What follows belongs to an exercise in optimizing a design on an open flow for small area, a short achievable clock period and few clock cycles; a production flow would make more cautious choices.
Function was checked by simulation only, so behaviour that the tests miss may differ from the original.
No activity file was given, so power comes from the tool's default toggle rates.

Design crc_unit, start of the top module:
module crc_unit (
    input  wire        clk,
    input  wire        rst,
    input  wire        fs,
    input  wire        req,
    input  wire        we,
    input  wire [7:0]  addr,
    input  wire [31:0] wdata,
    output wire        ready,
    output wire [31:0] rdata
);
    reg        wr;        
    reg        fsq;       
    reg [7:2]  aq;        
    reg [31:0] wd;        
    wire [5:0] widx   = aq[7:2];
    wire [2:0] blk    = aq[7:5];    
    wire [2:0] reg_id = aq[4:2];
    reg [3:0] ctl;        
    reg [3:0] mismatch;   
    reg [3:0] mm_sat;     
    reg       cfg_rej;    
    reg [5:0]  cfg     [0:3];
    reg [15:0] cfg2    [0:3];   
    reg [31:0] val     [0:3];   
    reg [31:0] res_raw [0:3];   
    reg [1:0]  res_poly[0:3];   
    reg [2:0]  cnt     [0:3];   
    reg [31:0] mm_cnt  [0:3];
    reg [3:0]  active, open;
    reg [3:0]  val_ok;          
    reg [3:0]  res_ok;          
    reg [3:0] s_ch;                   
    reg [3:0] s_cfg, s_cfg2, s_mm;    
    reg       s_ctl, s_stat;          
    reg [1:0]  poly_s;
    reg [31:0] val_s;
    integer k;
    always @(*) begin
        poly_s = 2'd0;
        val_s  = 32'd0;
        for (k = 0; k < 4; k = k + 1) begin
  ...
clock: 10.0 ns
lec_check: 0
cap_margin: 20
core_margin: 2
core_utilization: 40
cts_cluster_diameter: 90
cts_cluster_size: 24
slew_margin: 20
standard.sh (not shown) runs the stock make flow with config.mk's settings and CLKGATE_MAP_FILE= SYNTH_SCRIPT=/design/flow/synth_recipe.tcl, a recipe that flattens the netlist after the stock synthesis.
==> flow/flow/run.sh <==
#!/bin/bash
set -o pipefail
export SETUP_SLACK_MARGIN=5.65
export CTS_ARGS="-sink_clustering_enable -repair_clock_nets -sink_clustering_size 24 -sink_clustering_max_diameter 90 -dont_use_dummy_load"
bash standard.sh > standard.log 2>&1
The first run ran to the end with no violations.
Testbench counts at the start, summed over its fixed seeds: cycles 57,215.
Edit:
==> flow/flow/run.sh (replaced) <==
#!/bin/bash
set -o pipefail
export SETUP_SLACK_MARGIN=5.6
export BUFFER_PORTS_ARGS="-buffer_cell sky130_fd_sc_hd__buf_1"
export CTS_ARGS="-sink_clustering_enable -repair_clock_nets -sink_clustering_size 24 -sink_clustering_max_diameter 90 -dont_use_dummy_load"
bash standard.sh > standard.log 2>&1
=>
- power hardly moves
- flip-flop and latch count does not change
- combinational power hardly moves
- maximum frequency stays flat
- final area came out lower by 1.8%
- final cell count is about the same
- clock power hardly moves
- sequential share of layout area came out higher by 0.65 points
- count of clock-buffer cells in the layout came out higher by 1
Edit:
==> flow/flow/run.sh (replaced) <==
#!/bin/bash
set -o pipefail
export SETUP_SLACK_MARGIN=5.65
export BUFFER_PORTS_ARGS="-buffer_cell sky130_fd_sc_hd__buf_1"
export CTS_ARGS="-sink_clustering_enable -repair_clock_nets -sink_clustering_size 24 -sink_clustering_max_diameter 90 -dont_use_dummy_load"
bash standard.sh > standard.log 2>&1
- power barely changes
- cell area increases slightly
- clock-buffer cell count is unchanged
- register-to-register slack is about the same
- via count increases slightly
- sequential cell count is unchanged
Edit:
==> flow/flow/run.sh (replaced) <==
#!/bin/bash
set -o pipefail
export SETUP_SLACK_MARGIN=5.56
bash standard.sh > standard.log 2>&1
CORE_UTILIZATION = 30   (was 40)
=> The changed run produced a clean layout. Die area climbs by about 33%. Via count climbs by about 0.7%. Power climbs by about 3.6%. Synthesized area does not change. Register-to-register slack is worse by 60 ps. Clock skew drops by 55 ps. Clock-buffer cell count climbs by 13. Cell count climbs by 9.0%. Sequential power barely changes.
Edit:
==> flow/flow/run.sh (replaced) <==
#!/bin/bash
set -o pipefail
export SETUP_SLACK_MARGIN=5.56
export CTS_ARGS="-sink_clustering_enable -repair_clock_nets -sink_clustering_size 28 -sink_clustering_max_diameter 100 -dont_use_dummy_load"
bash standard.sh > standard.log 2>&1
CORE_UTILIZATION = 40   (was 30)
CTS_CLUSTER_DIAMETER = 100   (was 90)
CTS_CLUSTER_SIZE = 28   (was 24)
The changed run finished with timing, DRC and antenna clean; wire length falls by 6.6%; global-route usage came out higher by 5.5 points; cell area went down by about 3.6%.
Edit:
==> flow/flow/run.sh (replaced) <==
#!/bin/bash
set -o pipefail
export SETUP_SLACK_MARGIN=5.56
bash standard.sh > standard.log 2>&1
CORE_UTILIZATION = 55   (was 40)
CTS_CLUSTER_DIAMETER = 90   (was 100)
CTS_CLUSTER_SIZE = 24   (was 28)
Outcome:
- synthesized cell count does not change
- sequential power hardly moves
- setup slack loses 86 ps
- via count grows by 5.1%
- cell count decreases by 6.0%
- clock-buffer cell count goes up by 21
- wire length grows by 6.7%
- maximum frequency went down by 1.9%
- non-clock buffer count went up by 68
- worst hold slack gets better by 27 ps

========
crc_unit, a different RTL version from the one above (not shown whole).
Size: about 3,100 cells after synthesis, roughly 78 I/O pins, roughly 34,000 um^2 of cells after synthesis.
export LEC_CHECK = 0
export CAP_MARGIN = 20
export CORE_MARGIN = 2
export CORE_UTILIZATION = 40
export SLEW_MARGIN = 20
create_clock -name core_clock -period 10.0 [get_ports {clk}]
==> flow/flow/run.sh <==
#!/bin/bash
set -o pipefail
export SETUP_SLACK_MARGIN=5.56
bash standard.sh > standard.log 2>&1
The starting point passed the timing, design-rule and antenna checks.
Testbench counts at the start, summed over its fixed seeds: cycles 57,215.
==> next run, changes <==
==> flow/flow/run.sh (replaced) <==
#!/bin/bash
set -o pipefail
export SETUP_SLACK_MARGIN=5.7
bash standard.sh > standard.log 2>&1
Outcome:
- The new run finished clean
- critical path depth came out lower by 2
- hold slack barely changes
- clock skew came out lower by 11 ps
- via count came out higher by 0.84%

========
== v41 ==
crc_unit, a different RTL version from the one above (not shown whole).
Size in the first run: ~0.033 sq mm of cells after synthesis.
export LEC_CHECK = 0
export CAP_MARGIN = 20
export CORE_MARGIN = 2
export CORE_UTILIZATION = 40
export CTS_CLUSTER_DIAMETER = 90
export CTS_CLUSTER_SIZE = 24
export GPL_ROUTABILITY_DRIVEN = 0
export SLEW_MARGIN = 20
create_clock -name core_clock -period 10.0 [get_ports {clk}]
==> flow/flow/run.sh <==
#!/bin/bash
# Own layout flow. Each tool's output goes to a log of its own here
# (map_engine.log, standard.log; ORFS also keeps each step's log under
# orfs/logs/).
#
# 1. The CRC engine module (crc_engine, no registers) is mapped on its own:
#    its XOR network is kept as written in the RTL (each XOR becomes one
#    xor2 cell, flow/xmap.v), and ABC maps only its output multiplexers.
set -o pipefail
here=$(pwd)
lib=$FLOW_HOME/platforms/sky130hd/lib/sky130_fd_sc_hd__tt_025C_1v80.lib
cat > map_engine.ys <<EOT
read_verilog $here/design.v
hierarchy -top crc_engine
synth -top crc_engine -flatten -noshare -nofsm -noabc
techmap -map $here/flow/xmap.v
abc -liberty $lib -dont_use *lpflow* -dont_use *probe*
opt_clean -purge
stat -liberty $lib
write_verilog -noattr -noexpr $here/engine_mapped.v
EOT
yosys -s map_engine.ys > map_engine.log 2>&1 || exit 1
# design_mapped.v: design.v with the crc_engine module replaced by its netlist
python3 - "$here" <<'EOT' || exit 1
import re, sys
here = sys.argv[1]
d = open(here + '/design.v').read()
m = re.search(r'(?ms)^\s*module\s+crc_engine\b.*?^\s*endmodule\b[^\n]*\n?', d)
assert m, 'crc_engine not found'
e = open(here + '/engine_mapped.v').read()
open(here + '/design_mapped.v', 'w').write(d[:m.start()] + d[m.end():] + '\n' + e)
EOT
export SETUP_SLACK_MARGIN=5.56
export BUFFER_PORTS_ARGS="-buffer_cell sky130_fd_sc_hd__buf_1"
export CTS_ARGS="-sink_clustering_enable -repair_clock_nets -sink_clustering_size 24 -sink_clustering_max_diameter 90 -dont_use_dummy_load"
bash standard.sh VERILOG_FILES="$here/design_mapped.v" finish > standard.log 2>&1
==> flow/flow/xmap.v <==
module \$_XOR_ (input A, input B, output Y); sky130_fd_sc_hd__xor2_1 _TECHMAP_REPLACE_ (.A(A), .B(B), .X(Y)); endmodule
module \$_XNOR_ (input A, input B, output Y); sky130_fd_sc_hd__xnor2_1 _TECHMAP_REPLACE_ (.A(A), .B(B), .Y(Y)); endmodule
Testbench counts of v41, summed over its fixed seeds: cycles 57,215.
Inputs modified between v41 and v25:
- GPL_ROUTABILITY_DRIVEN removed (was 0)
diff --git a/flow/flow/run.sh b/flow/flow/run.sh
--- a/flow/flow/run.sh
+++ b/flow/flow/run.sh
@@ -32,3 +32,3 @@
 EOT
-export SETUP_SLACK_MARGIN=5.56
+export SETUP_SLACK_MARGIN=5.75
 export BUFFER_PORTS_ARGS="-buffer_cell sky130_fd_sc_hd__buf_1"
[summary]
- Sort v25 and v41 by data required time of the critical path desc -> top: v41
- Against v41, v25 reports a fraction of met3 tracks used by global routing that is lower.
- Summary of v25 over v41: final cell count without fillers now larger, first-pass iteration count of the detailed router comparable, total area of multi-input combinational cells now larger, number of antenna violations at the first check in global routing now larger, count of antenna diodes in the layout now larger.
- From v41 to v25 the numbers moved as follows: power share of the clock group has decreased; largest fanout of any net on the critical path has decreased.
The following lists how v9 was set up differently from v25:
diff --git a/flow/flow/run.sh b/flow/flow/run.sh
--- a/flow/flow/run.sh
+++ b/flow/flow/run.sh
@@ -32,3 +32,3 @@
 EOT
-export SETUP_SLACK_MARGIN=5.75
+export SETUP_SLACK_MARGIN=5.65
 export BUFFER_PORTS_ARGS="-buffer_cell sky130_fd_sc_hd__buf_1"
Findings:
- The timing startpoint of the critical path comes out s_ch[2]$_DFF_P_ in one run and we in the other, namely in v9 and v25 respectively.
- Sequential share of cell area (lower): v25
- The finished layout cell area in v9 sits about 3.4% below the value recorded for v25.
- v25 reports its cell with the largest stage delay on the worst path as or2_4 while v9 reports xor2_1.
- Density: v9 sparser than v25
- v9 against v25: net total in the final layout now smaller; fraction of final layout cells with drive strength greater than 1 has decreased; met3 track demand over resource in global routing fell 0.31 points; power roughly the same.
Here is what was changed in the inputs of v2 compared with v9.
diff --git a/flow/flow/run.sh b/flow/flow/run.sh
--- a/flow/flow/run.sh
+++ b/flow/flow/run.sh
@@ -32,3 +32,3 @@
 EOT
-export SETUP_SLACK_MARGIN=5.65
+export SETUP_SLACK_MARGIN=5.56
 export BUFFER_PORTS_ARGS="-buffer_cell sky130_fd_sc_hd__buf_1"
v2 completed; timing, DRC and antenna clean. Final area is lower on v2. Comparing v9 with v2, the portion of the clock cycle consumed by the worst path in the final layout came out essentially unchanged. On post-route worst setup slack, v2 does worse than v9. In v2 the per-cell routed wire length turned out about 0.8% lower than in v9. Core utilization: v2 vs v9 down 0.30 points. v2 against v9: setup slack at placement moved up, total power moved down, total met2 wirelength after detailed routing moved down, number of vias after detailed routing moved down, clock group total power moved down.

-- what the ideal ports hide --
In the flow no input, the clock included, has a driving cell. The finished layouts below were timed again as built, in two steps.
Step 1 assumes that a clkbuf_16 drives the clock port and a buf_2 every other input.
Step 2 adds t to the input delays and takes it off the output delays; t is the mean of the earliest and latest rising clock arrival at the registers after step 1. Input paths then give back, and output paths get back, about the clock's delay inside the block.
Three values: no drivers, after step 1, after step 2; two values: the first two.
run	t (ns)	setup WS [ns]	latest minus earliest clock arrival (ns)	worst register clock-pin slew, ns	cell pins on the clock port's net
the first run of note 1	0.614	5.565 / 5.506 / 5.533	0.111 / 0.111	0.10 / 0.10	1
the second run of note 1	0.618	5.558 / 5.529 / 5.436	0.104 / 0.104	0.10 / 0.10	1
the third run of note 1	0.615	5.557 / 5.509 / 5.461	0.099 / 0.099	0.10 / 0.10	1
the fourth run of note 1	0.657	5.443 / 5.380 / 5.458	0.041 / 0.040	0.10 / 0.10	1
the fifth run of note 1	0.649	5.509 / 5.490 / 5.509	0.117 / 0.118	0.11 / 0.11	1
the sixth run of note 1	0.643	5.422 / 5.359 / 5.238	0.032 / 0.032	0.10 / 0.10	1
the first run of note 2	0.669	5.539 / 5.472 / 5.533	0.036 / 0.037	0.07 / 0.07	1
the second run of note 2	0.669	5.560 / 5.523 / 5.527	0.026 / 0.026	0.07 / 0.07	1
v41	0.673	5.502 / 5.477 / 5.502	0.106 / 0.106	0.10 / 0.10	1
v25	0.673	5.568 / 5.545 / 5.545	0.111 / 0.112	0.10 / 0.10	1
v9	0.615	5.525 / 5.525 / 5.525	0.075 / 0.075	0.10 / 0.10	1
v2	0.672	5.515 / 5.473 / 5.102	0.112 / 0.113	0.10 / 0.10	1
After both steps every run listed still meets setup and hold. The setup slack of v2, which loses most, moves by -0.042 ns with the drivers and by -0.413 ns with both steps.
